This design comes from an exercise in tuning for small area, a short achievable clock period and few clock cycles per item on the open sky130 flow, not from production work. The RTL was checked by simulation tests, not by an equivalence proof against the original design. Power is estimated from default activity; no workload was simulated.

Design flow_hash, start of the top module:
module flow_hash (
    input  wire         clk,
    input  wire         rst,         
    input  wire         in_valid,
    output wire         in_ready,
    input  wire [1:0]   in_op,       
    input  wire [3:0]   in_len,      
    input  wire         in_frag,     
    input  wire [31:0]  in_seed,
    input  wire [511:0] in_words,    
    output wire         out_valid,
    input  wire         out_ready,
    output wire [31:0]  out_hash
);
    wire [31:0] w0 = in_words[31:0];
    wire [31:0] w1 = in_words[63:32];
    wire [31:0] w2 = in_words[95:64];
    wire [31:0] w3 = in_words[127:96];
    wire [31:0] w4 = in_words[159:128];
    wire [31:0] w5 = in_words[191:160];
    wire [31:0] w6 = in_words[223:192];
    wire [31:0] w7 = in_words[255:224];
    wire [31:0] w8 = in_words[287:256];
    wire [31:0] w9 = in_words[319:288];
    wire [31:0] w10 = in_words[351:320];
    wire [31:0] w11 = in_words[383:352];
    wire [31:0] w12 = in_words[415:384];
    wire [31:0] w13 = in_words[447:416];
    wire [31:0] w14 = in_words[479:448];
    wire [31:0] w15 = in_words[511:480];
    wire op_hash = (in_op == 2'd0);
    wire op_hsy4 = (in_op == 2'd1);
    wire op_hsy6 = in_op[1];
    wire [31:0] cm = in_op[0] ? w1 : w4;
    wire [31:0] pw = in_op[0] ? w2 : w8;
    wire tgt, teq, mgt, meq, pgt;
    wire [31:0] ct_g0 = w0 & ~cm;
    wire [31:0] ct_e0 = ~(w0 ^ cm);
    wire [15:0] ct_g1, ct_e1;
    assign ct_g1[0] = ct_g0[1] | (ct_e0[1] & ct_g0[0]);
  ...
==> flow/config.mk <==
export PLATFORM = sky130hd
export DESIGN_NAME = flow_hash
export DESIGN_NICKNAME = flow_hash
export VERILOG_FILES = /design/flow/design.v
export SDC_FILE = /design/flow/constraint.sdc
export NUM_CORES = 4
export LEC_CHECK = 0
export CAP_MARGIN = 0
export CORE_MARGIN = 2
export CORE_UTILIZATION = 40
export SETUP_SLACK_MARGIN = 3.8
export SLEW_MARGIN = 0
export TNS_END_PERCENT = 10
==> flow/constraint.sdc <==
create_clock -name core_clock -period 8.0 [get_ports {clk}]
set_input_delay 1.6000 -clock core_clock [delete_from_list [all_inputs] [get_ports {clk}]]
set_output_delay 1.6000 -clock core_clock [all_outputs]
set_load 0.01 [all_outputs]
standard.sh (not shown) runs the stock make flow with config.mk's settings and CLKGATE_MAP_FILE= SYNTH_SCRIPT=/design/flow/synth_recipe.tcl, a recipe that flattens the netlist after the stock synthesis.
==> flow/flow/run.sh <==
#!/bin/bash
# Own layout flow: the standard layout (standard.sh: ORFS synthesis to
# final layout, unchanged), except that the port buffers that global
# placement inserts on every input and output are the platform's smallest
# plain buffer (buf_1) instead of the clkdlybuf4s50_1 delay cell that
# buffer_ports picks by default.  Repair may still resize them.
set -euo pipefail
export BUFFER_PORTS_ARGS="-buffer_cell sky130_fd_sc_hd__buf_1"
bash standard.sh finish > standard_flow.log 2>&1
Testbench counts at the start, summed over its fixed seeds: cycles 9,624, items 9,600.
==> next run, changes <==
--- a/flow/design.v
+++ b/flow/design.v
@@ -420,34 +420,39 @@
     wire [31:0] x4w = {x4, x4};
     wire [31:0] cor4 = {d01[4:0], d01[31:5]} ^ {d01[9:0], d01[31:10]} ^ {x4w[14:0], x4w[31:15]};
     wire [31:0] fb20 = {fb[11:0], fb[31:12]};
     wire [31:0] pq   = fa ^ fb20;
     wire [15:0] x6   = xs;
     wire [31:0] x6w  = {x6, x6};
     wire [31:0] cor6 = pq ^ {pq[19:0], pq[31:20]} ^ {x6w[12:0], x6w[31:13]};
     wire [31:0] g = fold ^ ((swap4 ? cor4 : 32'd0) | (swap6 ? cor6 : 32'd0));
     reg         v1, v2, ov;
     reg  [31:0] g1;
     reg  [3:0]  n1;
-    reg  [3:0]  rl1, rh1;
+    reg  [3:0]  n1b;
     wire [31:0] gs = g1;
     reg  [31:0] y2;
     reg  [31:0] res;
     wire stall = ov & ~out_ready;
     assign in_ready  = ~stall;
     assign out_valid = ov;
-    assign out_hash  = res ^ {15'd0, res[31:15]};
-    wire [31:0] t0 = ({gs[26:0], gs[31:27]} & {32{rl1[0]}}) | ({gs[21:0], gs[31:22]} & {32{rl1[1]}})
-                   | ({gs[16:0], gs[31:17]} & {32{rl1[2]}}) | ({gs[11:0], gs[31:12]} & {32{rl1[3]}});
-    wire [31:0] hr = (t0 & {32{rh1[0]}}) | ({t0[11:0], t0[31:12]} & {32{rh1[1]}})
-                   | ({t0[23:0], t0[31:24]} & {32{rh1[2]}}) | ({t0[3:0], t0[31:4]} & {32{rh1[3]}});
+    assign out_hash  = res;
+    wire [31:0] t0 = {gs[26:0], gs[31:27]};
+    wire [31:0] u1 = {t0[26:0], t0[31:27]};
+    wire [31:0] t1 = {n1b[0] ? t0[31:16] : u1[31:16], n1[0] ? u1[15:0] : t0[15:0]};
+    wire [31:0] u2 = {t1[21:0], t1[31:22]};
+    wire [31:0] t2 = {n1b[1] ? t1[31:16] : u2[31:16], n1[1] ? u2[15:0] : t1[15:0]};
+    wire [31:0] u3 = {t2[11:0], t2[31:12]};
+    wire [31:0] t3 = {n1b[2] ? t2[31:16] : u3[31:16], n1[2] ? u3[15:0] : t2[15:0]};
+    wire [31:0] u4 = {t3[23:0], t3[31:24]};
+    wire [31:0] hr = {n1b[3] ? t3[31:16] : u4[31:16], n1[3] ? u4[15:0] : t3[15:0]};
     wire ma_1;
     wire ma_2;
     assign ma_1 = ~hr[5] ^ ~hr[0];
     assign ma_2 = ~hr[5] & ~hr[0];
     wire ma_3;
     wire ma_4;
     assign ma_3 = ~hr[6] ^ ~hr[1];
     assign ma_4 = ~hr[6] & ~hr[1];
     wire ma_5;
     wire ma_6;
     assign ma_5 = ~hr[7] ^ ~hr[2] ^ hr[0];
@@ -1450,32 +1455,31 @@
     assign mb_add_g5[27] = mb_add_g4[27] | (mb_add_t4[27] & mb_add_g4[15]);
     assign mb_add_t5[27] = mb_add_t4[27] & mb_add_t4[15];
     assign mb_add_g5[28] = mb_add_g4[28] | (mb_add_t4[28] & mb_add_g4[15]);
     assign mb_add_t5[28] = mb_add_t4[28] & mb_add_t4[15];
     assign mb_add_g5[29] = mb_add_g4[29] | (mb_add_t4[29] & mb_add_g4[15]);
     assign mb_add_t5[29] = mb_add_t4[29] & mb_add_t4[15];
     assign mb_add_g5[30] = mb_add_g4[30] | (mb_add_t4[30] & mb_add_g4[15]);
     assign mb_add_t5[30] = mb_add_t4[30] & mb_add_t4[15];
     assign mb_add_g5[31] = mb_add_g4[31] | (mb_add_t4[31] & mb_add_g4[15]);
     assign mb_add_t5[31] = mb_add_t4[31] & mb_add_t4[15];
     wire [31:0] prod = mb_add_p ^ {mb_add_g5[30:0], 1'b0};
-    wire [31:0] fin = prod;
+    wire [31:0] fin = prod ^ {15'd0, prod[31:15]};
     always @(posedge clk) begin
         if (rst) begin
             v1 <= 1'b0;
             v2 <= 1'b0;
             ov <= 1'b0;
         end else if (~stall) begin
             v1 <= in_valid;
             v2 <= v1;
             ov <= v2;
         end
         if (~stall) begin
             g1  <= g;
             n1  <= nm1;
-            rl1 <= 4'd1 << nm1[1:0];
-            rh1 <= 4'd1 << nm1[3:2];
+            n1b <= ~nm1;
             y2  <= ya;
             res <= fin;
         end
     end
 endmodule
Result: Setup slack got worse by 0.33 ns; final cell count goes up by 1.7%; sequential cell count stays the same; power went up by 14%; count of clock-buffer cells in the layout came out higher by 2; non-clock buffer count drops by 11.
Testbench counts after the change, summed over its fixed seeds: cycles 9,624, items 9,600.

separate check: timing with driven ports:
In the flow no input, the clock included, has a driving cell. The finished layouts below were timed again as built, in two steps. Step 1 assumes that a clkbuf_16 drives the clock port and a buf_2 every other input. Step 2 times the ports against the registers' clock, not the clock port: input delays grow and output delays shrink by t, the midpoint of the rising clock arrivals with the driver on. Three values: no drivers, after step 1, after step 2; two values: the first two.
run	shift t [ns]	setup slack, ns	hold slack, ns	cell pins on the clock port's net
the first run	0.437	3.485 / 3.162 / 2.725	0.481 / 0.481 / 0.481	1
the second run	0.415	3.159 / 2.978 / 2.563	0.481 / 0.481 / 0.481	1
After both steps every run listed still meets setup and hold. For the first run, which loses most, drivers alone change the setup slack by -0.323 ns; drivers and shift together by -0.760 ns.
